This design comes from an exercise in tuning for small area and a short achievable clock period on the open sky130 flow, not from production work.
Function was not checked in any run shown here: the RTL went through the layout flow alone.

==> design/flow/design.v <==
module chk_unit (
    input  wire        clk,
    input  wire        rst,           
    input  wire        wr_cfg,        
    input  wire        wr_init,       
    input  wire        wr_value,      
    input  wire [31:0] wdata,
    input  wire        s_valid,
    input  wire [63:0] s_data,        
    input  wire [2:0]  s_nbm1,        
    input  wire        s_last,        
    input  wire        s_check,       
    output wire [1:0]  code,
    output wire [31:0] value,
    output wire [31:0] result,
    output wire        residue_ok,
    output wire [15:0] fail_cnt,
    output wire [15:0] refused_cnt
);
    function [31:0] width_mask(input [1:0] c);
        case (c)
            2'd0, 2'd1: width_mask = 32'hFFFF_FFFF;
            2'd2:       width_mask = 32'h0000_FFFF;
            default:    width_mask = 32'h0000_00FF;
        endcase
    endfunction
    function [31:0] init_value(input [1:0] c);
        case (c)
            2'd0, 2'd1: init_value = 32'hFFFF_FFFF;
            2'd2:       init_value = 32'h0000_FFFF;
            default:    init_value = 32'h0000_0000;
        endcase
    endfunction
    function [31:0] final_xor(input [1:0] c);
        case (c)
            2'd0, 2'd1: final_xor = 32'hFFFF_FFFF;
            2'd2:       final_xor = 32'h0000_FFFF;
            default:    final_xor = 32'h0000_0000;
        endcase
    endfunction
    function [31:0] residue(input [1:0] c);
        case (c)
            2'd0:    residue = 32'hDEBB_20E3;
            2'd1:    residue = 32'hB798_B438;
            2'd2:    residue = 32'h0000_F0B8;
            default: residue = 32'h0000_0000;
        endcase
    endfunction
    reg [1:0]  code_q;
    reg [31:0] value_q;
    reg [15:0] fail_q;
    reg [15:0] refused_q;
    reg        chk_q;         
    wire [63:0] z    = s_data ^ {32'd0, value_q};
    wire [2:0]  sh   = ~s_nbm1;
    reg  [63:0] y;
    integer k, s;
    always @* begin
        y = 64'd0;
        for (k = 0; k < 8; k = k + 1)
            for (s = 0; s <= k; s = s + 1)
                if (sh == s)
                    y[8*k +: 8] = y[8*k +: 8] | z[8*(k-s) +: 8];
    end
    wire [23:0] y_hi = value_q[31:8] >> {s_nbm1[1:0], 3'b000};
    wire [31:0] y_tail = (s_nbm1[2] || s_nbm1 == 3'd3) ? 32'd0 : {8'd0, y_hi};
    wire t64 = y[11] ^ y[55];
    wire t65 = y[12] ^ y[13];
    wire t66 = y[9] ^ y[38];
    wire t67 = y[10] ^ y[39];
    wire t68 = y[3] ^ y[8];
    wire t69 = y[4] ^ y[32];
    wire t70 = y[15] ^ y[37];
    wire t71 = y[5] ^ y[34];
    wire t72 = y[6] ^ y[35];
    wire t73 = y[7] ^ y[36];
    wire t74 = y[47] ^ y[54];
    wire t75 = y[2] ^ y[40];
    wire t76 = y[0] ^ y[57];
    wire t77 = y[14] ^ y[43];
    wire t78 = y[16] ^ y[63];
    wire t79 = y[21] ^ y[41];
    wire t80 = y[31] ^ y[53];
    wire t81 = y[42] ^ y[58];
    wire t82 = y[18] ^ y[33];
    wire t83 = y[1] ^ y[45];
    wire t84 = y[22] ^ y[52];
    wire t85 = y[23] ^ y[30];
    wire t86 = y[24] ^ y[44];
    wire t87 = y[25] ^ y[62];
    wire t88 = y[26] ^ y[46];
    wire t89 = y[28] ^ y[50];
    wire t90 = y[20] ^ y[49];
    wire t91 = y[51] ^ y[59];
    wire t92 = y[56] ^ y[60];
    wire t93 = y[17] ^ y[29];
    wire t94 = y[19] ^ y[48];
    wire t95 = y[27] ^ t69;
    wire t96 = y[61] ^ t65;
    wire t97 = y[12] ^ t64;
    wire t98 = t66 ^ t72;
    wire t99 = t68 ^ t70;
    wire t100 = t71 ^ t75;
    wire t101 = y[14] ^ t67;
    wire t102 = t74 ^ t78;
    wire t103 = y[1] ^ y[37];
    wire t104 = y[4] ^ t73;
    wire t105 = t79 ^ t83;
    wire t106 = y[11] ^ y[50];
    wire t107 = y[16] ^ y[36];
    wire t108 = y[31] ^ y[61];
    wire t109 = y[13] ^ t86;
    wire t110 = y[38] ^ t76;
    wire t111 = y[48] ^ t93;
    wire t112 = y[52] ^ t77;
    wire t113 = t80 ^ t84;
    wire t114 = y[17] ^ y[33];
    wire t115 = y[22] ^ y[39];
    wire t116 = y[23] ^ y[29];
    wire t117 = y[34] ^ y[59];
    wire t118 = y[35] ^ y[49];
    wire t119 = y[7] ^ t85;
    wire t120 = y[21] ^ t81;
    wire t121 = y[45] ^ t87;
    wire t122 = y[56] ^ t82;
    wire t123 = t65 ^ t92;
    wire t124 = y[62] ^ t96;
    wire t125 = y[3] ^ y[18];
    wire t126 = y[10] ^ y[57];
    wire t127 = y[25] ^ y[32];
    wire t128 = y[27] ^ y[58];
    wire t129 = y[41] ^ y[44];
    wire t130 = y[2] ^ t76;
    wire t131 = y[5] ^ t88;
    wire t132 = y[15] ^ t75;
    wire t133 = y[30] ^ t91;
    wire t134 = y[42] ^ t72;
    wire t135 = y[43] ^ t84;
    wire t136 = t64 ^ t68;
    wire t137 = t67 ^ t89;
    wire t138 = t73 ^ t90;
    wire t139 = y[8] ^ t97;
    wire t140 = t66 ^ t95;
    wire t141 = y[19] ^ y[26];
    wire t142 = y[20] ^ y[40];
    wire t143 = y[34] ^ y[54];
    wire t144 = y[0] ^ t74;
    wire t145 = y[28] ^ t70;
    wire t146 = y[32] ^ t107;
    wire t147 = y[51] ^ t81;
    wire t148 = t64 ^ t80;
    wire t149 = t71 ^ t82;
    wire t150 = y[5] ^ y[60];
    wire t151 = y[9] ^ y[53];
    wire t152 = y[17] ^ y[35];
    wire t153 = y[18] ^ y[63];
    wire t154 = y[22] ^ y[46];
    wire t155 = y[24] ^ y[54];
    wire t156 = y[40] ^ y[42];
    wire t157 = y[41] ^ y[49];
    wire t158 = y[6] ^ t78;
    wire t159 = y[15] ^ t94;
    wire t160 = y[38] ^ t77;
    wire t161 = y[46] ^ t79;
    wire t162 = y[47] ^ t78;
    wire t163 = t91 ^ t114;
    wire t164 = t90 ^ t100;
    wire t165 = y[0] ^ y[31];
    wire t166 = y[1] ^ y[3];
    wire t167 = y[6] ^ y[8];
    wire t168 = y[7] ^ y[24];
    wire t169 = y[10] ^ y[30];
    wire t170 = y[11] ^ y[12];
    wire t171 = y[11] ^ y[36];
    wire t172 = y[14] ^ y[55];
    wire t173 = y[19] ^ y[56];
    wire t174 = y[24] ^ y[33];
    wire t175 = y[27] ^ y[29];
    wire t176 = y[28] ^ y[47];
    wire t177 = y[32] ^ y[53];
    wire t178 = y[39] ^ y[55];
    wire t179 = y[60] ^ y[61];
    wire t180 = y[2] ^ t88;
    wire t181 = y[13] ^ t67;
    wire t182 = y[26] ^ t86;
    wire t183 = y[27] ^ t66;
    wire t184 = y[51] ^ t127;
    wire t185 = y[58] ^ t94;
    wire t186 = t68 ^ t103;
    wire t187 = t71 ^ t89;
    wire t188 = t81 ^ t92;
    wire t189 = t85 ^ t93;
    wire t190 = y[52] ^ t101;
    wire t191 = t77 ^ t104;
    wire t192 = t88 ^ t148;
    wire t193 = t91 ^ t102;
    wire t194 = t98 ^ t99;
    wire t195 = t109 ^ t118;
    wire t196 = t121 ^ t128;
    wire t197 = y[1] ^ y[23];
    wire t198 = y[4] ^ y[34];
    wire t199 = y[6] ^ y[57];
    wire t200 = y[8] ^ y[62];
    wire t201 = y[16] ^ y[61];
    wire t202 = y[20] ^ y[41];
    wire t203 = y[25] ^ y[41];
    wire t204 = y[40] ^ y[54];
    wire t205 = y[43] ^ y[59];
    wire t206 = y[48] ^ y[54];
    wire t207 = y[0] ^ t83;
    wire t208 = y[1] ^ t82;
    wire t209 = y[6] ^ t83;
    wire t210 = y[7] ^ t108;
    wire t211 = y[9] ^ t69;
    wire t212 = y[15] ^ t106;
    wire t213 = y[16] ^ t68;
    wire t214 = y[19] ^ t84;
    wire t215 = y[19] ^ t115;
    wire t216 = y[30] ^ t157;
    wire t217 = y[36] ^ t88;
    wire t218 = y[37] ^ t177;
    wire t219 = y[55] ^ t126;
    wire t220 = y[56] ^ t94;
    wire t221 = y[57] ^ t87;
    wire t222 = y[62] ^ t169;
    wire t223 = y[63] ^ t79;
    wire t224 = t81 ^ t89;
    wire t225 = t87 ^ t116;
    wire t226 = t125 ^ t142;
    wire t227 = y[11] ^ t119;
    wire t228 = y[13] ^ t147;
    wire t229 = y[18] ^ t99;
    wire t230 = y[31] ^ t163;
    wire t231 = y[44] ^ t112;
    wire t232 = y[47] ^ t136;
    wire t233 = y[53] ^ t105;
    wire t234 = y[60] ^ t132;
    wire t235 = y[63] ^ t95;
    wire t236 = t67 ^ t104;
    wire t237 = t69 ^ t110;
    wire t238 = t71 ^ t134;
    wire t239 = t74 ^ t133;
    wire t240 = t77 ^ t130;
    wire t241 = t95 ^ t98;
    wire t242 = t101 ^ t116;
    wire t243 = t110 ^ t161;
    wire t244 = t113 ^ t131;
    wire t245 = t117 ^ t135;
    wire t246 = t122 ^ t145;
    wire t247 = t158 ^ t159;
    wire t248 = t74 ^ t139;
    wire t249 = t85 ^ t140;
    wire t250 = y[3] ^ y[46];
    wire t251 = y[7] ^ y[12];
    wire t252 = y[8] ^ y[25];
    wire t253 = y[9] ^ y[46];
    wire t254 = y[10] ^ y[33];
    wire t255 = y[14] ^ y[39];
    wire t256 = y[17] ^ y[58];
    wire t257 = y[18] ^ y[29];
    wire t258 = y[24] ^ y[26];
    wire t259 = y[26] ^ y[40];
    wire t260 = y[28] ^ y[52];
    wire t261 = y[30] ^ y[51];
    wire t262 = y[33] ^ y[49];
    wire t263 = y[34] ^ y[62];
    wire t264 = y[35] ^ y[39];
    wire t265 = y[35] ^ y[42];
    wire t266 = y[38] ^ y[59];
    wire t267 = y[42] ^ y[51];
    wire t268 = y[44] ^ y[47];
    wire t269 = y[44] ^ y[61];
    wire t270 = y[52] ^ y[55];
    wire t271 = y[57] ^ y[59];
    wire t272 = y[0] ^ t80;
    wire t273 = y[4] ^ t92;
    wire t274 = y[5] ^ t70;
    wire t275 = y[14] ^ t90;
    wire t276 = y[16] ^ t81;
    wire t277 = y[20] ^ t129;
    wire t278 = y[20] ^ t165;
    wire t279 = y[21] ^ t156;
    wire t280 = y[22] ^ t151;
    wire t281 = y[23] ^ t67;
    wire t282 = y[23] ^ t93;
    wire t283 = y[29] ^ t66;
    wire t284 = y[30] ^ t143;
    wire t285 = y[31] ^ t66;
    wire t286 = y[32] ^ t80;
    wire t287 = y[33] ^ t141;
    wire t288 = y[36] ^ t90;
    wire t289 = y[37] ^ t76;
    wire t290 = y[38] ^ t64;
    wire t291 = y[41] ^ t167;
    wire t292 = y[43] ^ t94;
    wire t293 = y[44] ^ t171;
    wire t294 = y[45] ^ t73;
    wire t295 = y[45] ^ t179;
    wire t296 = y[48] ^ t198;
    wire t297 = y[50] ^ t85;
    wire t298 = y[50] ^ t152;
    wire t299 = y[50] ^ t172;
    wire t300 = y[59] ^ t94;
    wire t301 = y[60] ^ t78;
    wire t302 = t64 ^ t91;
    wire t303 = t64 ^ t107;
    wire t304 = t65 ^ t72;
    wire t305 = t65 ^ t89;
    wire t306 = t65 ^ t174;
    wire t307 = t65 ^ t200;
    wire t308 = t69 ^ t75;
    wire t309 = t70 ^ t178;
    wire t310 = t72 ^ t103;
    wire t311 = t73 ^ t89;
    wire t312 = t73 ^ t92;
    wire t313 = t76 ^ t83;
    wire t314 = t76 ^ t93;
    wire t315 = t82 ^ t92;
    wire t316 = t85 ^ t178;
    wire t317 = t87 ^ t108;
    wire t318 = t103 ^ t168;
    wire t319 = t103 ^ t202;
    wire t320 = t106 ^ t154;
    wire t321 = t117 ^ t125;
    wire t322 = y[0] ^ t98;
    wire t323 = y[4] ^ t120;
    wire t324 = y[5] ^ t212;
    wire t325 = y[10] ^ t121;
    wire t326 = y[16] ^ t113;
    wire t327 = y[18] ^ t138;
    wire t328 = y[21] ^ t186;
    wire t329 = y[26] ^ t111;
    wire t330 = y[27] ^ t180;
    wire t331 = y[35] ^ t102;
    wire t332 = y[38] ^ t132;
    wire t333 = y[42] ^ t113;
    wire t334 = y[48] ^ t100;
    wire t335 = y[49] ^ t131;
    wire t336 = y[51] ^ t149;
    wire t337 = y[53] ^ t188;
    wire t338 = y[55] ^ t96;
    wire t339 = y[58] ^ t105;
    wire t340 = y[63] ^ t123;
    wire t341 = t79 ^ t96;
    wire t342 = t79 ^ t97;
    wire t343 = t80 ^ t183;
    wire t344 = t83 ^ t119;
    wire t345 = t86 ^ t208;
    wire t346 = t89 ^ t162;
    wire t347 = t96 ^ t151;
    wire t348 = t97 ^ t203;
    wire t349 = t100 ^ t137;
    wire t350 = t102 ^ t111;
    wire t351 = t102 ^ t184;
    wire t352 = t104 ^ t105;
    wire t353 = t105 ^ t138;
    wire t354 = t108 ^ t121;
    wire t355 = t110 ^ t257;
    wire t356 = t111 ^ t153;
    wire t357 = t112 ^ t122;
    wire t358 = t112 ^ t123;
    wire t359 = t120 ^ t266;
    wire t360 = t123 ^ t146;
    wire t361 = t129 ^ t159;
    wire t362 = t133 ^ t155;
    wire t363 = t135 ^ t149;
    wire t364 = t144 ^ t160;
    wire t365 = t175 ^ t293;
    wire t366 = t185 ^ t225;
    wire t367 = t222 ^ t270;
    wire t368 = y[17] ^ t237;
    wire t369 = t70 ^ t164;
    wire t370 = t80 ^ t195;
    wire t371 = t87 ^ t192;
    wire t372 = t88 ^ t124;
    wire t373 = t90 ^ t124;
    wire t374 = t120 ^ t193;
    wire t375 = t124 ^ t130;
    wire t376 = t128 ^ t243;
    wire t377 = t139 ^ t182;
    wire t378 = t139 ^ t231;
    wire t379 = t140 ^ t152;
    wire t380 = t146 ^ t196;
    wire t381 = t166 ^ t190;
    wire t382 = t191 ^ t228;
    wire t383 = t194 ^ t308;
    wire t384 = t230 ^ t318;
    wire t385 = t236 ^ t279;
    wire t386 = t240 ^ t323;
    wire t387 = t297 ^ t352;
    wire t388 = t86 ^ t249;
    wire t389 = t173 ^ t248;
    wire t390 = t114 ^ t142;
    wire t391 = t185 ^ t284;
    wire t392 = t303 ^ t390;
    wire t393 = t241 ^ t391;
    wire t394 = t392 ^ t381;
    wire t395 = t393 ^ t394;
    wire t396 = y[59] ^ t152;
    wire t397 = t272 ^ t396;
    wire t398 = t164 ^ t236;
    wire t399 = t246 ^ t342;
    wire t400 = t397 ^ t398;
    wire t401 = t399 ^ t400;
    wire t402 = y[19] ^ y[22];
    wire t403 = t79 ^ t106;
    wire t404 = t204 ^ t402;
    wire t405 = t186 ^ t403;
    wire t406 = t404 ^ t238;
    wire t407 = t355 ^ t360;
    wire t408 = t405 ^ t406;
    wire t409 = t407 ^ t408;
    wire t410 = t85 ^ t114;
    wire t411 = t98 ^ t130;
    wire t412 = t147 ^ t215;
    wire t413 = t319 ^ t410;
    wire t414 = t191 ^ t338;
    wire t415 = t411 ^ t412;
    wire t416 = t413 ^ t414;
    wire t417 = t415 ^ t416;
    wire t418 = y[56] ^ y[62];
    wire t419 = t67 ^ t73;
    wire t420 = t197 ^ t418;
    wire t421 = t100 ^ t109;
    wire t422 = t112 ^ t278;
    wire t423 = t419 ^ t420;
    wire t424 = t229 ^ t359;
    wire t425 = t421 ^ t422;
    wire t426 = t423 ^ t424;
    wire t427 = t425 ^ t426;
    wire t428 = y[11] ^ y[25];
    wire t429 = t77 ^ t86;
    wire t430 = t271 ^ t428;
    wire t431 = t215 ^ t301;
    wire t432 = t429 ^ t430;
    wire t433 = t233 ^ t431;
    wire t434 = t432 ^ t383;
    wire t435 = t433 ^ t434;
    wire t436 = y[14] ^ t84;
    wire t437 = t127 ^ t179;
    wire t438 = t97 ^ t436;
    wire t439 = t437 ^ t238;
    wire t440 = t330 ^ t344;
    wire t441 = t361 ^ t438;
    wire t442 = t439 ^ t440;
    wire t443 = t441 ^ t442;
    wire t444 = y[15] ^ y[23];
    wire t445 = y[43] ^ y[45];
    wire t446 = y[56] ^ t174;
    wire t447 = t176 ^ t444;
    wire t448 = t445 ^ t134;
    wire t449 = t138 ^ t213;
    wire t450 = t272 ^ t446;
    wire t451 = t447 ^ t124;
    wire t452 = t330 ^ t448;
    wire t453 = t449 ^ t450;
    wire t454 = t451 ^ t452;
    wire t455 = t453 ^ t454;
    wire t456 = y[34] ^ t77;
    wire t457 = t253 ^ t95;
    wire t458 = t109 ^ t221;
    wire t459 = t311 ^ t456;
    wire t460 = t328 ^ t350;
    wire t461 = t457 ^ t458;
    wire t462 = t459 ^ t460;
    wire t463 = t461 ^ t462;
    wire t464 = y[28] ^ y[39];
    wire t465 = t84 ^ t141;
    wire t466 = t464 ^ t209;
    wire t467 = t465 ^ t164;
    wire t468 = t229 ^ t351;
    wire t469 = t365 ^ t466;
    wire t470 = t467 ^ t468;
    wire t471 = t469 ^ t470;
    wire t472 = t143 ^ t170;
    wire t473 = t180 ^ t218;
    wire t474 = t311 ^ t472;
    wire t475 = t242 ^ t339;
    wire t476 = t473 ^ t474;
    wire t477 = t475 ^ t476;
    wire t478 = t75 ^ t154;
    wire t479 = t175 ^ t265;
    wire t480 = t99 ^ t290;
    wire t481 = t306 ^ t478;
    wire t482 = t479 ^ t239;
    wire t483 = t480 ^ t481;
    wire t484 = t482 ^ t483;
    wire t485 = y[3] ^ t107;
    wire t486 = t176 ^ t203;
    wire t487 = t285 ^ t296;
    wire t488 = t316 ^ t485;
    wire t489 = t486 ^ t358;
    wire t490 = t487 ^ t488;
    wire t491 = t489 ^ t490;
    wire t492 = y[56] ^ y[57];
    wire t493 = y[61] ^ t69;
    wire t494 = t156 ^ t492;
    wire t495 = t101 ^ t274;
    wire t496 = t493 ^ t494;
    wire t497 = t329 ^ t495;
    wire t498 = t496 ^ t370;
    wire t499 = t497 ^ t498;
    wire t500 = t82 ^ t199;
    wire t501 = t204 ^ t160;
    wire t502 = t216 ^ t500;
    wire t503 = t324 ^ t501;
    wire t504 = t502 ^ t380;
    wire t505 = t503 ^ t504;
    wire t506 = y[19] ^ y[34];
    wire t507 = t88 ^ t129;
    wire t508 = t251 ^ t506;
    wire t509 = t158 ^ t224;
    wire t510 = t309 ^ t507;
    wire t511 = t508 ^ t230;
    wire t512 = t509 ^ t510;
    wire t513 = t511 ^ t512;
    wire t514 = y[9] ^ y[29];
    wire t515 = t82 ^ t94;
    wire t516 = t514 ^ t136;
    wire t517 = t181 ^ t188;
    wire t518 = t209 ^ t515;
    wire t519 = t191 ^ t239;
    wire t520 = t516 ^ t517;
    wire t521 = t518 ^ t519;
    wire t522 = t520 ^ t521;
    wire t523 = t76 ^ t169;
    wire t524 = t253 ^ t210;
    wire t525 = t273 ^ t300;
    wire t526 = t523 ^ t524;
    wire t527 = t525 ^ t369;
    wire t528 = t378 ^ t526;
    wire t529 = t527 ^ t528;
    wire t530 = t92 ^ t126;
    wire t531 = t268 ^ t98;
    wire t532 = t213 ^ t286;
    wire t533 = t530 ^ t324;
    wire t534 = t339 ^ t531;
    wire t535 = t532 ^ t373;
    wire t536 = t533 ^ t534;
    wire t537 = t535 ^ t536;
    wire t538 = t206 ^ t101;
    wire t539 = t120 ^ t158;
    wire t540 = t163 ^ t211;
    wire t541 = t294 ^ t320;
    wire t542 = t538 ^ t539;
    wire t543 = t540 ^ t541;
    wire t544 = t375 ^ t542;
    wire t545 = t543 ^ t544;
    wire t546 = y[46] ^ t70;
    wire t547 = t85 ^ t115;
    wire t548 = t150 ^ t292;
    wire t549 = t307 ^ t546;
    wire t550 = t547 ^ t193;
    wire t551 = t241 ^ t327;
    wire t552 = t548 ^ t549;
    wire t553 = t550 ^ t551;
    wire t554 = t552 ^ t553;
    wire t555 = y[58] ^ y[60];
    wire t556 = t108 ^ t555;
    wire t557 = t144 ^ t187;
    wire t558 = t556 ^ t195;
    wire t559 = t227 ^ t235;
    wire t560 = t328 ^ t557;
    wire t561 = t558 ^ t559;
    wire t562 = t560 ^ t561;
    wire t563 = y[20] ^ t93;
    wire t564 = t108 ^ t170;
    wire t565 = t213 ^ t214;
    wire t566 = t563 ^ t564;
    wire t567 = t196 ^ t349;
    wire t568 = t362 ^ t565;
    wire t569 = t566 ^ t567;
    wire t570 = t568 ^ t569;
    wire t571 = y[0] ^ y[60];
    wire t572 = t91 ^ t260;
    wire t573 = t571 ^ t189;
    wire t574 = t211 ^ t223;
    wire t575 = t226 ^ t304;
    wire t576 = t572 ^ t573;
    wire t577 = t574 ^ t575;
    wire t578 = t371 ^ t576;
    wire t579 = t577 ^ t578;
    wire t580 = t71 ^ t115;
    wire t581 = t168 ^ t98;
    wire t582 = t148 ^ t162;
    wire t583 = t188 ^ t226;
    wire t584 = t580 ^ t329;
    wire t585 = t341 ^ t581;
    wire t586 = t582 ^ t583;
    wire t587 = t584 ^ t585;
    wire t588 = t586 ^ t587;
    wire t589 = y[7] ^ t66;
    wire t590 = t90 ^ t197;
    wire t591 = t122 ^ t136;
    wire t592 = t221 ^ t276;
    wire t593 = t589 ^ t590;
    wire t594 = t245 ^ t341;
    wire t595 = t591 ^ t592;
    wire t596 = t593 ^ t594;
    wire t597 = t595 ^ t596;
    wire t598 = t86 ^ t117;
    wire t599 = t141 ^ t200;
    wire t600 = t280 ^ t281;
    wire t601 = t298 ^ t598;
    wire t602 = t599 ^ t340;
    wire t603 = t600 ^ t601;
    wire t604 = t386 ^ t602;
    wire t605 = t603 ^ t604;
    wire t606 = y[25] ^ t91;
    wire t607 = t109 ^ t295;
    wire t608 = t316 ^ t606;
    wire t609 = t247 ^ t363;
    wire t610 = t607 ^ t608;
    wire t611 = t368 ^ t609;
    wire t612 = t610 ^ t611;
    wire t613 = y[61] ^ t125;
    wire t614 = t206 ^ t148;
    wire t615 = t312 ^ t613;
    wire t616 = t325 ^ t335;
    wire t617 = t614 ^ t615;
    wire t618 = t616 ^ t617;
    wire t619 = t388 ^ t618;
    wire t620 = y[37] ^ t174;
    wire t621 = t199 ^ t137;
    wire t622 = t620 ^ t235;
    wire t623 = t335 ^ t354;
    wire t624 = t621 ^ t622;
    wire t625 = t623 ^ t389;
    wire t626 = t624 ^ t625;
    wire t627 = t87 ^ t173;
    wire t628 = t261 ^ t104;
    wire t629 = t131 ^ t305;
    wire t630 = t314 ^ t627;
    wire t631 = t331 ^ t628;
    wire t632 = t629 ^ t630;
    wire t633 = t381 ^ t631;
    wire t634 = t632 ^ t633;
    wire t635 = t141 ^ t99;
    wire t636 = t130 ^ t181;
    wire t637 = t283 ^ t286;
    wire t638 = t331 ^ t336;
    wire t639 = t635 ^ t636;
    wire t640 = t637 ^ t638;
    wire t641 = t639 ^ t640;
    wire t642 = y[2] ^ y[37];
    wire t643 = t92 ^ t93;
    wire t644 = t176 ^ t642;
    wire t645 = t181 ^ t300;
    wire t646 = t303 ^ t643;
    wire t647 = t644 ^ t363;
    wire t648 = t645 ^ t646;
    wire t649 = t376 ^ t647;
    wire t650 = t648 ^ t649;
    wire t651 = y[40] ^ t94;
    wire t652 = t115 ^ t170;
    wire t653 = t176 ^ t269;
    wire t654 = t110 ^ t189;
    wire t655 = t275 ^ t310;
    wire t656 = t321 ^ t651;
    wire t657 = t652 ^ t653;
    wire t658 = t337 ^ t654;
    wire t659 = t655 ^ t656;
    wire t660 = t657 ^ t658;
    wire t661 = t659 ^ t660;
    wire t662 = y[31] ^ t155;
    wire t663 = t205 ^ t264;
    wire t664 = t185 ^ t662;
    wire t665 = t663 ^ t234;
    wire t666 = t355 ^ t664;
    wire t667 = t373 ^ t387;
    wire t668 = t665 ^ t666;
    wire t669 = t667 ^ t668;
    wire t670 = y[32] ^ t75;
    wire t671 = t78 ^ t81;
    wire t672 = t150 ^ t109;
    wire t673 = t133 ^ t161;
    wire t674 = t186 ^ t215;
    wire t675 = t288 ^ t299;
    wire t676 = t317 ^ t670;
    wire t677 = t671 ^ t672;
    wire t678 = t673 ^ t674;
    wire t679 = t675 ^ t676;
    wire t680 = t677 ^ t678;
    wire t681 = t679 ^ t680;
    wire t682 = y[9] ^ y[57];
    wire t683 = t64 ^ t682;
    wire t684 = t95 ^ t187;
    wire t685 = t217 ^ t226;
    wire t686 = t683 ^ t228;
    wire t687 = t242 ^ t247;
    wire t688 = t354 ^ t684;
    wire t689 = t685 ^ t686;
    wire t690 = t687 ^ t688;
    wire t691 = t689 ^ t690;
    wire t692 = y[48] ^ t115;
    wire t693 = t153 ^ t172;
    wire t694 = t258 ^ t261;
    wire t695 = t263 ^ t138;
    wire t696 = t304 ^ t692;
    wire t697 = t693 ^ t694;
    wire t698 = t234 ^ t237;
    wire t699 = t695 ^ t696;
    wire t700 = t697 ^ t698;
    wire t701 = t699 ^ t700;
    wire t702 = y[25] ^ t89;
    wire t703 = t117 ^ t118;
    wire t704 = t126 ^ t154;
    wire t705 = t197 ^ t160;
    wire t706 = t210 ^ t702;
    wire t707 = t703 ^ t704;
    wire t708 = t232 ^ t234;
    wire t709 = t356 ^ t705;
    wire t710 = t706 ^ t707;
    wire t711 = t708 ^ t709;
    wire t712 = t710 ^ t711;
    wire t713 = y[21] ^ t118;
    wire t714 = t99 ^ t135;
    wire t715 = t163 ^ t187;
    wire t716 = t219 ^ t713;
    wire t717 = t714 ^ t715;
    wire t718 = t716 ^ t372;
    wire t719 = t717 ^ t388;
    wire t720 = t718 ^ t719;
    wire t721 = t171 ^ t109;
    wire t722 = t113 ^ t273;
    wire t723 = t196 ^ t242;
    wire t724 = t322 ^ t336;
    wire t725 = t346 ^ t721;
    wire t726 = t722 ^ t723;
    wire t727 = t724 ^ t725;
    wire t728 = t726 ^ t727;
    wire t729 = y[22] ^ t72;
    wire t730 = t128 ^ t258;
    wire t731 = t119 ^ t132;
    wire t732 = t160 ^ t315;
    wire t733 = t729 ^ t730;
    wire t734 = t233 ^ t338;
    wire t735 = t351 ^ t731;
    wire t736 = t732 ^ t733;
    wire t737 = t734 ^ t735;
    wire t738 = t736 ^ t737;
    wire t739 = y[10] ^ y[11];
    wire t740 = t150 ^ t739;
    wire t741 = t120 ^ t182;
    wire t742 = t210 ^ t225;
    wire t743 = t740 ^ t229;
    wire t744 = t364 ^ t741;
    wire t745 = t742 ^ t743;
    wire t746 = t744 ^ t745;
    wire t747 = y[30] ^ y[61];
    wire t748 = t87 ^ t115;
    wire t749 = t205 ^ t747;
    wire t750 = t207 ^ t748;
    wire t751 = t749 ^ t140;
    wire t752 = t247 ^ t750;
    wire t753 = t377 ^ t751;
    wire t754 = t752 ^ t753;
    wire t755 = t153 ^ t259;
    wire t756 = t268 ^ t97;
    wire t757 = t285 ^ t289;
    wire t758 = t755 ^ t245;
    wire t759 = t353 ^ t366;
    wire t760 = t756 ^ t757;
    wire t761 = t758 ^ t759;
    wire t762 = t760 ^ t761;
    wire t763 = y[43] ^ y[52];
    wire t764 = t177 ^ t265;
    wire t765 = t763 ^ t149;
    wire t766 = t189 ^ t288;
    wire t767 = t313 ^ t764;
    wire t768 = t346 ^ t765;
    wire t769 = t766 ^ t767;
    wire t770 = t377 ^ t768;
    wire t771 = t769 ^ t770;
    wire t772 = t86 ^ t150;
    wire t773 = t98 ^ t137;
    wire t774 = t313 ^ t772;
    wire t775 = t239 ^ t326;
    wire t776 = t348 ^ t773;
    wire t777 = t774 ^ t775;
    wire t778 = t776 ^ t777;
    wire t779 = y[52] ^ y[54];
    wire t780 = t75 ^ t127;
    wire t781 = t779 ^ t96;
    wire t782 = t111 ^ t147;
    wire t783 = t209 ^ t281;
    wire t784 = t312 ^ t780;
    wire t785 = t192 ^ t781;
    wire t786 = t782 ^ t783;
    wire t787 = t784 ^ t785;
    wire t788 = t786 ^ t787;
    wire t789 = y[27] ^ t74;
    wire t790 = t75 ^ t168;
    wire t791 = t271 ^ t136;
    wire t792 = t216 ^ t218;
    wire t793 = t789 ^ t790;
    wire t794 = t357 ^ t791;
    wire t795 = t792 ^ t793;
    wire t796 = t372 ^ t794;
    wire t797 = t795 ^ t796;
    wire t798 = y[33] ^ t68;
    wire t799 = t74 ^ t172;
    wire t800 = t198 ^ t221;
    wire t801 = t224 ^ t798;
    wire t802 = t799 ^ t340;
    wire t803 = t343 ^ t361;
    wire t804 = t800 ^ t801;
    wire t805 = t802 ^ t803;
    wire t806 = t804 ^ t805;
    wire t807 = t70 ^ t82;
    wire t808 = t171 ^ t267;
    wire t809 = t144 ^ t180;
    wire t810 = t214 ^ t223;
    wire t811 = t275 ^ t295;
    wire t812 = t807 ^ t808;
    wire t813 = t809 ^ t810;
    wire t814 = t811 ^ t812;
    wire t815 = t379 ^ t813;
    wire t816 = t814 ^ t815;
    wire t817 = y[59] ^ t166;
    wire t818 = t202 ^ t212;
    wire t819 = t282 ^ t817;
    wire t820 = t337 ^ t818;
    wire t821 = t819 ^ t375;
    wire t822 = t820 ^ t821;
    wire t823 = y[1] ^ t125;
    wire t824 = t301 ^ t823;
    wire t825 = t124 ^ t362;
    wire t826 = t824 ^ t386;
    wire t827 = t825 ^ t826;
    wire t828 = t166 ^ t101;
    wire t829 = t162 ^ t296;
    wire t830 = t317 ^ t243;
    wire t831 = t246 ^ t365;
    wire t832 = t828 ^ t829;
    wire t833 = t830 ^ t831;
    wire t834 = t832 ^ t833;
    wire t835 = y[15] ^ t82;
    wire t836 = t118 ^ t156;
    wire t837 = t205 ^ t105;
    wire t838 = t123 ^ t217;
    wire t839 = t835 ^ t836;
    wire t840 = t235 ^ t367;
    wire t841 = t837 ^ t838;
    wire t842 = t839 ^ t840;
    wire t843 = t841 ^ t842;
    wire t844 = y[50] ^ y[55];
    wire t845 = t80 ^ t269;
    wire t846 = t844 ^ t845;
    wire t847 = t190 ^ t356;
    wire t848 = t359 ^ t846;
    wire t849 = t847 ^ t848;
    wire t850 = y[13] ^ y[45];
    wire t851 = y[51] ^ y[53];
    wire t852 = t74 ^ t262;
    wire t853 = t850 ^ t851;
    wire t854 = t100 ^ t111;
    wire t855 = t145 ^ t146;
    wire t856 = t852 ^ t853;
    wire t857 = t367 ^ t854;
    wire t858 = t855 ^ t856;
    wire t859 = t376 ^ t857;
    wire t860 = t858 ^ t859;
    wire t861 = t117 ^ t250;
    wire t862 = t255 ^ t113;
    wire t863 = t122 ^ t216;
    wire t864 = t224 ^ t290;
    wire t865 = t310 ^ t861;
    wire t866 = t350 ^ t862;
    wire t867 = t863 ^ t864;
    wire t868 = t865 ^ t866;
    wire t869 = t867 ^ t868;
    wire t870 = t118 ^ t204;
    wire t871 = t254 ^ t95;
    wire t872 = t147 ^ t161;
    wire t873 = t274 ^ t305;
    wire t874 = t870 ^ t227;
    wire t875 = t326 ^ t871;
    wire t876 = t872 ^ t873;
    wire t877 = t874 ^ t875;
    wire t878 = t876 ^ t877;
    wire t879 = t146 ^ t187;
    wire t880 = t282 ^ t291;
    wire t881 = t302 ^ t306;
    wire t882 = t333 ^ t364;
    wire t883 = t879 ^ t880;
    wire t884 = t881 ^ t882;
    wire t885 = t883 ^ t884;
    wire t886 = t143 ^ t151;
    wire t887 = t111 ^ t119;
    wire t888 = t134 ^ t184;
    wire t889 = t309 ^ t886;
    wire t890 = t345 ^ t358;
    wire t891 = t887 ^ t888;
    wire t892 = t889 ^ t890;
    wire t893 = t891 ^ t892;
    wire t894 = t141 ^ t201;
    wire t895 = t252 ^ t219;
    wire t896 = t284 ^ t294;
    wire t897 = t894 ^ t332;
    wire t898 = t357 ^ t895;
    wire t899 = t896 ^ t370;
    wire t900 = t897 ^ t898;
    wire t901 = t899 ^ t900;
    wire t902 = y[9] ^ t76;
    wire t903 = t143 ^ t173;
    wire t904 = t255 ^ t99;
    wire t905 = t277 ^ t298;
    wire t906 = t902 ^ t903;
    wire t907 = t192 ^ t904;
    wire t908 = t905 ^ t906;
    wire t909 = t380 ^ t907;
    wire t910 = t908 ^ t909;
    wire t911 = y[12] ^ t83;
    wire t912 = t142 ^ t217;
    wire t913 = t219 ^ t911;
    wire t914 = t246 ^ t912;
    wire t915 = t913 ^ t374;
    wire t916 = t379 ^ t914;
    wire t917 = t915 ^ t916;
    wire t918 = y[44] ^ t70;
    wire t919 = t167 ^ t207;
    wire t920 = t283 ^ t918;
    wire t921 = t333 ^ t360;
    wire t922 = t919 ^ t920;
    wire t923 = t921 ^ t922;
    wire t924 = y[46] ^ y[54];
    wire t925 = t66 ^ t114;
    wire t926 = t201 ^ t924;
    wire t927 = t181 ^ t218;
    wire t928 = t925 ^ t926;
    wire t929 = t240 ^ t344;
    wire t930 = t927 ^ t928;
    wire t931 = t929 ^ t930;
    wire t932 = y[31] ^ y[46];
    wire t933 = t256 ^ t263;
    wire t934 = t932 ^ t101;
    wire t935 = t136 ^ t144;
    wire t936 = t933 ^ t332;
    wire t937 = t345 ^ t934;
    wire t938 = t935 ^ t936;
    wire t939 = t937 ^ t938;
    wire t940 = t264 ^ t132;
    wire t941 = t162 ^ t207;
    wire t942 = t211 ^ t220;
    wire t943 = t321 ^ t348;
    wire t944 = t940 ^ t941;
    wire t945 = t942 ^ t943;
    wire t946 = t944 ^ t945;
    wire t947 = y[45] ^ t90;
    wire t948 = t94 ^ t129;
    wire t949 = t254 ^ t314;
    wire t950 = t947 ^ t948;
    wire t951 = t244 ^ t949;
    wire t952 = t950 ^ t383;
    wire t953 = t951 ^ t952;
    wire t954 = y[6] ^ t67;
    wire t955 = t106 ^ t250;
    wire t956 = t138 ^ t144;
    wire t957 = t149 ^ t276;
    wire t958 = t954 ^ t955;
    wire t959 = t233 ^ t956;
    wire t960 = t957 ^ t958;
    wire t961 = t249 ^ t959;
    wire t962 = t960 ^ t961;
    wire t963 = y[4] ^ y[21];
    wire t964 = t154 ^ t963;
    wire t965 = t134 ^ t292;
    wire t966 = t964 ^ t349;
    wire t967 = t965 ^ t248;
    wire t968 = t384 ^ t966;
    wire t969 = t967 ^ t968;
    wire t970 = t116 ^ t129;
    wire t971 = t123 ^ t135;
    wire t972 = t184 ^ t970;
    wire t973 = t232 ^ t322;
    wire t974 = t327 ^ t334;
    wire t975 = t971 ^ t972;
    wire t976 = t973 ^ t974;
    wire t977 = t975 ^ t976;
    wire t978 = t68 ^ t262;
    wire t979 = t134 ^ t182;
    wire t980 = t220 ^ t289;
    wire t981 = t978 ^ t190;
    wire t982 = t347 ^ t979;
    wire t983 = t980 ^ t387;
    wire t984 = t981 ^ t982;
    wire t985 = t983 ^ t984;
    wire t986 = y[8] ^ t83;
    wire t987 = t87 ^ t126;
    wire t988 = t155 ^ t320;
    wire t989 = t986 ^ t987;
    wire t990 = t343 ^ t988;
    wire t991 = t989 ^ t369;
    wire t992 = t382 ^ t990;
    wire t993 = t991 ^ t992;
    wire t994 = y[2] ^ y[23];
    wire t995 = y[58] ^ t127;
    wire t996 = t994 ^ t131;
    wire t997 = t137 ^ t995;
    wire t998 = t193 ^ t194;
    wire t999 = t231 ^ t342;
    wire t1000 = t996 ^ t997;
    wire t1001 = t998 ^ t999;
    wire t1002 = t1000 ^ t1001;
    wire t1003 = y[48] ^ t67;
    wire t1004 = t259 ^ t95;
    wire t1005 = t1003 ^ t232;
    wire t1006 = t1004 ^ t384;
    wire t1007 = t1005 ^ t1006;
    wire t1008 = t157 ^ t170;
    wire t1009 = t252 ^ t260;
    wire t1010 = t315 ^ t1008;
    wire t1011 = t1009 ^ t140;
    wire t1012 = t334 ^ t1010;
    wire t1013 = t1011 ^ t1012;
    wire t1014 = y[3] ^ y[29];
    wire t1015 = y[57] ^ t157;
    wire t1016 = t1014 ^ t137;
    wire t1017 = t287 ^ t1015;
    wire t1018 = t238 ^ t347;
    wire t1019 = t1016 ^ t1017;
    wire t1020 = t1018 ^ t1019;
    wire t1021 = t72 ^ t106;
    wire t1022 = t142 ^ t143;
    wire t1023 = t175 ^ t222;
    wire t1024 = t1021 ^ t1022;
    wire t1025 = t1023 ^ t1024;
    wire t1026 = t382 ^ t1025;
    wire t1027 = y[5] ^ y[35];
    wire t1028 = t73 ^ t165;
    wire t1029 = t1027 ^ t133;
    wire t1030 = t145 ^ t223;
    wire t1031 = t1028 ^ t1029;
    wire t1032 = t1030 ^ t378;
    wire t1033 = t1031 ^ t1032;
    wire t1034 = y[26] ^ y[45];
    wire t1035 = t165 ^ t1034;
    wire t1036 = t102 ^ t112;
    wire t1037 = t183 ^ t220;
    wire t1038 = t307 ^ t1035;
    wire t1039 = t1036 ^ t1037;
    wire t1040 = t1038 ^ t385;
    wire t1041 = t1039 ^ t1040;
    wire t1042 = y[62] ^ t86;
    wire t1043 = t156 ^ t145;
    wire t1044 = t1042 ^ t244;
    wire t1045 = t353 ^ t1043;
    wire t1046 = t368 ^ t1044;
    wire t1047 = t1045 ^ t389;
    wire t1048 = t1046 ^ t1047;
    wire t1049 = y[2] ^ t69;
    wire t1050 = t73 ^ t126;
    wire t1051 = t167 ^ t122;
    wire t1052 = t299 ^ t319;
    wire t1053 = t1049 ^ t1050;
    wire t1054 = t244 ^ t366;
    wire t1055 = t1051 ^ t1052;
    wire t1056 = t1053 ^ t1054;
    wire t1057 = t1055 ^ t1056;
    wire t1058 = y[53] ^ t199;
    wire t1059 = t99 ^ t183;
    wire t1060 = t287 ^ t1058;
    wire t1061 = t164 ^ t227;
    wire t1062 = t1059 ^ t1060;
    wire t1063 = t374 ^ t1061;
    wire t1064 = t1062 ^ t1063;
    wire t1065 = y[55] ^ y[60];
    wire t1066 = t68 ^ t79;
    wire t1067 = t206 ^ t251;
    wire t1068 = t256 ^ t1065;
    wire t1069 = t137 ^ t278;
    wire t1070 = t1066 ^ t1067;
    wire t1071 = t1068 ^ t241;
    wire t1072 = t245 ^ t1069;
    wire t1073 = t1070 ^ t1071;
    wire t1074 = t1072 ^ t1073;
    wire t1075 = y[28] ^ t116;
    wire t1076 = t150 ^ t201;
    wire t1077 = t208 ^ t280;
    wire t1078 = t302 ^ t1075;
    wire t1079 = t1076 ^ t195;
    wire t1080 = t1077 ^ t1078;
    wire t1081 = t385 ^ t1079;
    wire t1082 = t1080 ^ t1081;
    wire t1083 = y[12] ^ y[36];
    wire t1084 = y[37] ^ t77;
    wire t1085 = t106 ^ t155;
    wire t1086 = t179 ^ t1083;
    wire t1087 = t100 ^ t189;
    wire t1088 = t214 ^ t291;
    wire t1089 = t1084 ^ t1085;
    wire t1090 = t1086 ^ t325;
    wire t1091 = t1087 ^ t1088;
    wire t1092 = t1089 ^ t1090;
    wire t1093 = t1091 ^ t1092;
    wire t1094 = t153 ^ t267;
    wire t1095 = t96 ^ t119;
    wire t1096 = t277 ^ t1094;
    wire t1097 = t194 ^ t1095;
    wire t1098 = t1096 ^ t371;
    wire t1099 = t1097 ^ t1098;
    wire [31:0] w0 = {t641, t634, t626, t619, t612, t605, t597, t588, t579, t570, t562, t554, t545, t537, t529, t522, t513, t505, t499, t491, t484, t477, t471, t463, t455, t443, t435, t427, t417, t409, t401, t395};
    wire [31:0] w1 = {t917, t910, t901, t893, t885, t878, t869, t860, t849, t843, t834, t827, t822, t816, t806, t797, t788, t778, t771, t762, t754, t746, t738, t728, t720, t712, t701, t691, t681, t669, t661, t650};
    wire [15:0] w2 = {t1033, t1026, t1020, t1013, t1007, t1002, t993, t985, t977, t969, t962, t953, t946, t939, t931, t923};
    wire [7:0] w3 = {t1099, t1093, t1082, t1074, t1064, t1057, t1048, t1041};
    reg [1:0]  ctl_code;
    reg [31:0] ctl_value;
    always @* begin
        ctl_code  = code_q;
        ctl_value = value_q;
        if (wr_cfg) begin
            ctl_code  = wdata[1:0];
            ctl_value = value_q & width_mask(wdata[1:0]);
        end
        if (wr_init)
            ctl_value = init_value(ctl_code);
        if (wr_value)
            ctl_value = wdata & width_mask(ctl_code);
    end
    wire [1:0]  n_writes = {1'b0, wr_cfg} + {1'b0, wr_init} + {1'b0, wr_value};
    wire [16:0] ref_sum  = {1'b0, refused_q} + {15'd0, n_writes};
    wire        eq0 = (value_q == 32'hDEBB_20E3);
    wire        eq1 = (value_q == 32'hB798_B438);
    wire        eq2 = (value_q[15:0] == 16'hF0B8);
    wire        eq3 = (value_q[7:0] == 8'h00);
    reg         rok;
    always @* begin
        case (code_q)
            2'd0:    rok = eq0;
            2'd1:    rok = eq1;
            2'd2:    rok = eq2;
            default: rok = eq3;
        endcase
    end
    wire [15:0] fail_now = (chk_q && !rok && fail_q != 16'hFFFF) ? fail_q + 16'd1 : fail_q;
    wire        take  = s_valid & ~rst;
    wire [3:0]  sel   = {4{take}} & (4'b0001 << code_q);
    wire [31:0] pick  = ({32{sel[0]}} & w0) | ({32{sel[1]}} & w1) |
                        {16'd0, {16{sel[2]}} & w2} | {24'd0, {8{sel[3]}} & w3};
    wire [31:0] early = rst ? 32'd0 : s_valid ? y_tail : ctl_value;
    wire [31:0] value_d = pick ^ early;
    always @(posedge clk)
        value_q <= value_d;
    always @(posedge clk) begin
        if (rst) begin
            code_q    <= 2'd1;
            fail_q    <= 16'd0;
            refused_q <= 16'd0;
            chk_q     <= 1'b0;
        end else begin
            fail_q <= fail_now;
            chk_q  <= s_valid & s_last & s_check;
            if (s_valid) begin
                refused_q <= ref_sum[16] ? 16'hFFFF : ref_sum[15:0];
            end else begin
                code_q  <= ctl_code;
            end
        end
    end
    assign code        = code_q;
    assign value       = value_q;
    assign result      = {~(value_q[31:16] | {16{code_q[1]}}),
                          ~(value_q[15:8] | {8{code_q == 2'd3}}),
                          value_q[7:0] ^ {8{code_q != 2'd3}}};
    assign residue_ok  = rok;
    assign fail_cnt    = fail_now;
    assign refused_cnt = refused_q;
endmodule
==> design/flow/flow/run.sh <==
#!/bin/bash
# Standard layout (the standard.sh) with these changes:
#  - no three-input XOR cells (two XOR2 are smaller than one XOR3 here);
#  - ports buffered with the smallest buffer instead of a delay buffer;
#  - the timing repair aims for more setup slack than the design's margin.
set -euo pipefail
cat >> config.mk <<'EOC'
export DONT_USE_CELLS = sky130_fd_sc_hd__xor3_1 sky130_fd_sc_hd__xor3_2 sky130_fd_sc_hd__xor3_4 sky130_fd_sc_hd__xnor3_1 sky130_fd_sc_hd__xnor3_2 sky130_fd_sc_hd__xnor3_4
export BUFFER_PORTS_ARGS = -buffer_cell sky130_fd_sc_hd__buf_1
EOC
bash standard.sh SETUP_SLACK_MARGIN=${MARGIN:-15} finish > standard.log 2>&1
==> design/flow/standard.sh <==
#!/bin/bash
# synth_recipe.tcl (not shown) runs the flow's synth.tcl, then flattens the netlist and writes it again
# the make line also repeats each setting of config.mk as NAME=value (left out here)
make -C /OpenROAD-flow-scripts/flow DESIGN_CONFIG=/design/flow/config.mk WORK_HOME=/design/flow/orfs CLKGATE_MAP_FILE= SYNTH_SCRIPT=/design/flow/synth_recipe.tcl "${@:-finish}"
==> design/flow/config.mk <==
export PLATFORM = sky130hd
export DESIGN_NAME = chk_unit
export DESIGN_NICKNAME = chk_unit
export VERILOG_FILES = /design/flow/design.v
export SDC_FILE = /design/flow/constraint.sdc
export NUM_CORES = 4
export LEC_CHECK = 0
export CAP_MARGIN = 20
export CORE_MARGIN = 2
export CORE_UTILIZATION = 55
export SETUP_SLACK_MARGIN = 2
export SLEW_MARGIN = 20
export DONT_USE_CELLS = sky130_fd_sc_hd__xor3_1 sky130_fd_sc_hd__xor3_2 sky130_fd_sc_hd__xor3_4 sky130_fd_sc_hd__xnor3_1 sky130_fd_sc_hd__xnor3_2 sky130_fd_sc_hd__xnor3_4
export BUFFER_PORTS_ARGS = -buffer_cell sky130_fd_sc_hd__buf_1
==> design/flow/constraint.sdc <==
create_clock -name core_clock -period 25.0 [get_ports {clk}]
set_input_delay 5.0000 -clock core_clock [delete_from_list [all_inputs] [get_ports {clk}]]
set_output_delay 5.0000 -clock core_clock [all_outputs]
set_load 0.01 [all_outputs]
==> impl_metrics.toml, run 1 <==
[status]
outcome = "timing/DRC/antenna clean"

[worst_setup_path]
startpoint_type = "input pin"
arrival_ps = 10250
critical_path_class = "in -> reg"
end_kind = "flop"
cp_slowest_stage_delay_ps = 1120
cp.required_ps = 25220
reg2reg_slack_ps = 19540
crit_slowest_cell = "nor2_1"
cp_common_cell = "xnor2_1"
path_cells = "clkbuf_2 > buf_4 > nand3_4 > nor2_1 > xnor2_1 > xnor2_1 > xnor2_1 > xnor2_1 > xnor2_1 > a221oi_2 > xor2_1"
crit_path_max_fanout = 64

[cts]
htree_num_levels = 3
cts_max_path_buffers = 2
cts_sinks = 67
clk-insertion-delay-late_ps = 350
root_buffer = "clkbuf_16"
cts_buffers = 9
cts_tree = "done"
clkTransAtPathRegs_ps = 60

[routing]
wl_per_cell_um = 33.2
dr_total_vias = 16755
drt_first_iter_violations = 2976
wl_mm = 84.7
drt_pass1_iterations = 6
drcViolationCount = 0
viasPerCell = 6.56
ant_nets = 0

[grt]
grt_pass1_vias = 15484
track_usage_pct = 51.8
antenna_found_initial = 0
grt_pass1_wl_mm = 115
grt_max_degree = 65
overflow = 0

[synthesis]
avgSynthCellArea_sq_um = 8.55
ys_ff_latch = 67
synth_enable_flop_cells = 0
synth_fp_nets = 2084
yosysWarnings = 1
syn-cell-area_sq_um = 16900
synth_ff_type = "dfxtp_1"
ys_seq_area_share_pct = 7.95
synth_cell_types = 73
async_flop_share_pct = 0
synth_cells = 1972

[finish]
n_fill_cell = 2723
area_growth_pct = 9.99
fin_area_sq_um = 18500
nets = 2266
post-route-util_pct = 61.1
drive_above_1_share_pct = 11.2
diodes = 0

[timing]
hold_viol_final = 0
drv_slew = 0
finalCriticalPeriod_ps = 10030
final.setup_skew_ps = 10.6
finalSetupViolCount = 0
clock.fmax_mhz = 99.7
relSlewSlack_pct = 16.5
fin_tns_setup_ps = 0
rsz0062_at_grt = "false"
post-route-period-util_pct = 40.1
worst_pin_slew_ps = 1240

[hold_path]
hp-class = "reg -> reg"

[place]
placed_area_sq_um = 18200
dp_hpwl_mm = 67.9
port_buffers = 205
place_congestion = 1.18

[die]
rows = 64
die_w_um = 179
num_io_pins = 206
start_util_pct = 55.6
die_y_um = 179
die_area_sq_um = 32100
core-area_sq_um = 30300

[job]
maxCapViolCount = 0
[stage by stage]
stage | hold WS, ps | worst slack, ps | std cells
after floorplan | 529 | 16850 | 1972
after global placement | 504 | 13880 | 2532
after detailed placement | 532 | 14660 | 2533
after CTS | 541 | 15000 | 2549
after global routing | 598 | 15040 | 2555
final | 546 | 14970 | 2555
[sequential cells by signal, indices dropped and copies added, names as in the netlist]
signal	cells
chk_q	1
refused_q	16
code_q	2
value_q	32
fail_q	16
[kinds of logic after synthesis]
logic type	count (synthesis)	share of synthesized area (%)
XOR/XNOR	1111	61.8
AO/OA/AOI/OAI	317	13.1
AND/OR/NAND/NOR	298	9.60
buffers and inverters	115	3.35
flip-flops	67	7.95
multiplexers	59	3.70
adder cells (fa/ha/maj)	5	0.460
[layout by cell type (no fill, tap or decap), types with 5 or more instances in the layout]
cell       Yosys  routed
nand2_1       41      41
dfxtp_1       67      67
clkbuf_16      0       9
a22oi_1        7       7
mux2_2         6       6
nand3b_1       5       5
and3_1         5       5
o22ai_2        9       8
o22ai_1      117     117
nor2_1       110     108
o21ai_0       32      32
xnor2_4       13      13
nor3_2         3       7
a211oi_1      13      11
o31ai_1        6       6
inv_1         17      17
xor2_1       172     172
nor3_1        10       5
xor2_2        15      15
and2_1         9       9
xnor2_2       42      49
mux2i_1       51      51
buf_1          9     201
o2bb2ai_1      7       7
nand4_1       10      10
buf_4         16      61
nor3_4         9      10
a21oi_1       88      87
nand3_1       27      27
a211oi_4      10      10
nor2b_1       23      23
or3_1          9       9
xnor2_1      868     861
nor2_2        11      12
[critical path: cells and delay by family]
kind / cells / cell delay, ps
AND/OR/NAND/NOR: 2 / 1730
AO/OA/AOI/OAI: 1 / 180
buffers and inverters: 2 / 700
XOR/XNOR: 6 / 2570
[Yosys cell counts, types with 27 or more instances]
library cell    n  area, sq um
dfxtp_1        67         1340
xnor2_2        42          683
a21oi_1        88          440
mux2i_1        51          510
nand3_1        27          135
clkbuf_1       44          165
xnor2_1       868         7600
nand2_1        41          154
o22ai_1       117          732
o21ai_0        32          160
nor2_1        110          413
xor2_1        172         1510
[layout make-up]
type	count	area [sq um]	area share (%)
Multi-Input combinational cell	1790	15100	81.4
Inverter	18	67.6	0.364
Clock buffer	11	243	1.31
Sequential cell	67	1340	7.23
Timing Repair Buffer	268	1270	6.83
Tap cell	396	495	2.67
Clock inverter	5	36.3	0.196
[worst paths after layout]
path                             startpoint                         to  cells past startpoint
setup / recovery                  s_nbm1[0]         value_q[6]$_DFF_P_                     11
hold / removal    refused_q[0]$_SDFFE_PP0P_  refused_q[0]$_SDFFE_PP0P_                      2
setup reg to reg         value_q[9]$_DFF_P_        value_q[11]$_DFF_P_                     12
hold reg to reg   refused_q[0]$_SDFFE_PP0P_  refused_q[0]$_SDFFE_PP0P_                      2
[repair_timing]
action | CTS | global route
hold buffers | 0 | 0
endpoints found under the hold margin | 0 | 0
endpoints found under the setup margin | 0 | 15
buffers inserted | 0 | 6
gates resized for setup | 0 | 8
[metal layers]
layer | vias up | GRT usage [%] | part of all wire (%)
met4 | 2 | 37.6 | 9.1
met1 | 7780 | 60.6 | 35
met5 | - | 0 | 0.11
li1 | 6902 | - | -
met3 | 459 | 22.0 | 16
met2 | 1612 | 75.5 | 40
==> run 2, diff against run 1 <==
--- a/design/flow/flow/run.sh
+++ b/design/flow/flow/run.sh
@@ -8,4 +8,4 @@
 export DONT_USE_CELLS = sky130_fd_sc_hd__xor3_1 sky130_fd_sc_hd__xor3_2 sky130_fd_sc_hd__xor3_4 sky130_fd_sc_hd__xnor3_1 sky130_fd_sc_hd__xnor3_2 sky130_fd_sc_hd__xnor3_4
 export BUFFER_PORTS_ARGS = -buffer_cell sky130_fd_sc_hd__buf_1
 EOC
-bash standard.sh SETUP_SLACK_MARGIN=${MARGIN:-15} finish > standard.log 2>&1
+bash standard.sh SETUP_SLACK_MARGIN=${MARGIN:-15} RECOVER_POWER=100 finish > standard.log 2>&1
==> impl_metrics.toml, run 2 <==
[finish]
top_regs = "value_q x32, fail_q x16, refused_q x16"
area_growth_pct = 9.02
post-route-util_pct = 60.6
multi_input_area_sq_um = 15000
stdcell_count = 2555
final_common_cell = "xnor2_1"
final-seq-area_sq_um = 1340
drive_above_1_share_pct = 10.0
nets = 2266
fin_area_sq_um = 18400
largest_register = "value_q"
largest_reg_flops = 32
diodes = 0
most-common-layout-cells = "870 x xnor2_1, 200 x buf_1, 172 x xor2_1, 117 x o22ai_1, 109 x nor2_1"
n_fill_cell = 2755

[cts]
cts_tree = "done"
root_buffer = "clkbuf_16"
clkTransAtPathRegs_ps = 60
ctsHoldBuffers = 0
clk-insertion-delay-late_ps = 350
cts_max_path_buffers = 2
htree_num_levels = 3
cts_buffers = 9
cts_sinks = 67

[synthesis]
yosysTopAreaCell = "xnor2_1"
syn-cell-area_sq_um = 16900
post-synth-top-count-cell = "xnor2_1"
synth_common_cells = "868 x xnor2_1, 172 x xor2_1, 117 x o22ai_1"
synth_cells = 1972
yosysWarnings = 1
synth_top_area_share_pct = 45.1
synth_enable_flop_cells = 0
synth_cell_types = 73
synth_ff_type = "dfxtp_1"
ys_seq_area_share_pct = 7.95
ys_ff_latch = 67
yosys-top-cells-area = "xnor2_1 45%, xor2_1 8.9%, dfxtp_1 8.0%, o22ai_1 4.3%, xnor2_2 4.1%"
synth_fp_nets = 2084
avgSynthCellArea_sq_um = 8.55
async_flop_share_pct = 0

[routing]
ant_nets = 0
viasPerCell = 6.56
drt_pass1_iterations = 8
dr_total_vias = 16761
drt_first_iter_violations = 2844
wl_per_cell_um = 33.2
wl_mm = 84.9
drcViolationCount = 0

[worst_setup_path]
critical_path_class = "in -> reg"
end_kind = "flop"
worstRegToRegCells = 12
cp.required_ps = 25280
crit_path_max_fanout = 64
startpoint_type = "input pin"
arrival_ps = 14480

[hold_path]
holdPathStages = 2
hp-class = "reg -> reg"

[timing]
post-route-period-util_pct = 56.8
final.setup_skew_ps = 12.3
finalSetupViolCount = 0
worst_pin_slew_ps = 3410
setup_slack_ps = 10790
drv_slew = 145
fin_tns_setup_ps = 0
hold_viol_final = 0
rsz0062_at_grt = "false"
clock.fmax_mhz = 70.4
relSlewSlack_pct = -128
finalCriticalPeriod_ps = 14210
hold-worst-slack_ps = 541

[grt]
track_usage_pct = 51.8
grt_pass1_wl_mm = 115
grt_max_degree = 65
overflow = 0
grt_pass1_vias = 15484
antenna_found_initial = 0

[place]
dp_hpwl_mm = 67.9
dpl.cell_count = 2533
port_buffers = 205
placed_area_sq_um = 18200
pre_cts_slack_ps = 14660
place_congestion = 1.18

[die]
start_util_pct = 55.6
die_y_um = 179
core-area_sq_um = 30300
num_io_pins = 206
die_w_um = 179
rows = 64
die_area_sq_um = 32100

[job]
maxCapViolCount = 7

[status]
so_faults = "capacitance limit, slew limit"
outcome = "failed layout checks"
[run 2: cell counts after synthesis]
Identical to the previous run, type by type.
[run 2: what timing repair did]
| action | 4_1_cts | 5_1_grt |
|---|---|---|
| setup endpoints to repair | 0 | 15 |
| resized for setup | 0 | 8 |
| setup buffers | 0 | 6 |
[run 2: layout make-up]
| cell class | count | share of cell area [%] |
|---|---|---|
| timing repair buffer | 268 | 6.73 |
| sequential | 67 | 7.30 |
| inverter | 18 | 0.368 |
| clock inverter | 5 | 0.197 |
| clock buffer | 11 | 1.32 |
| multi-input combinational | 1790 | 81.4 |
| tap | 396 | 2.70 |
[run 2: kinds of logic (layout without fill, tap and decap cells)]
group,after synthesis,in the layout,share of synthesized area (%)
XOR/XNOR,1111,1111,61.8
AO/OA/AOI/OAI,317,317,13.1
flip-flops,67,67,7.95
adder cells (fa/ha/maj),5,5,0.460
multiplexers,59,59,3.70
AND/OR/NAND/NOR,298,298,9.60
buffers and inverters,115,302,3.35
[run 2: worst paths after layout]
path / startpoint / to / slack, ps
min: refused_q[0]$_SDFFE_PP0P_ / refused_q[0]$_SDFFE_PP0P_ / 540
max: s_nbm1[0] / value_q[3]$_DFF_P_ / 10790
min reg2reg: refused_q[0]$_SDFFE_PP0P_ / refused_q[0]$_SDFFE_PP0P_ / 540
max reg2reg: value_q[26]$_DFF_P_ / value_q[13]$_DFF_P_ / 17990
[run 2: worst max-delay path, stage by stage]
cell      delay (ps)
clkbuf_2          80
clkbuf_1        2380
nand3b_1        1680
o22ai_1          470
nor3_1           100
clkbuf_1         300
xnor2_1         1820
xnor2_1          850
xnor2_1          630
xnor2_1          210
xnor2_1          240
xnor2_1          160
o22ai_1          100
nor2_1           270
xor2_1           170
[run 2: layer usage]
layer / wire [um] / GRT usage, % / up-vias
met5: 118 / 0 / -
met4: 7800 / 37.6 / 4
met3: 13300 / 22.0 / 462
met2: 34200 / 75.5 / 1611
met1: 29500 / 60.6 / 7783
li1: - / - / 6901

separate check: timing with driven ports:
No port has a modelled driver above. Below, the same layouts with a new extraction and two added sets of constraints.
Step 1 (the two cells are an assumption about what drives the block):
set clk [get_ports {clk}]
set_driving_cell -lib_cell sky130_fd_sc_hd__clkbuf_16 $clk
set_driving_cell -lib_cell sky130_fd_sc_hd__buf_2 [delete_from_list [all_inputs] $clk]
Step 2 moves the port delays by t, midway between the first and last clock arrival at a register: inputs arrive t later, outputs are due t later. That takes back most of the time a late clock gives input paths.
Slacks: ideal / step 1 / step 2; pairs: ideal / step 1.
run | shift t [ns] | setup slack, ns | hold WS [ns] | worst setup path at the end | latest minus earliest clock arrival (ns)
run 1 | 0.384 | 14.969 / 14.986 / 14.602 | 0.546 / 0.546 / 0.546 | input to register | 0.010 / 0.010
run 2 | 0.385 | 10.794 / 10.811 / 10.426 | 0.541 / 0.541 / 0.541 | input to register | 0.012 / 0.012
For run 2, which loses most, drivers alone change the setup slack by +0.017 ns; drivers and shift together by -0.368 ns.
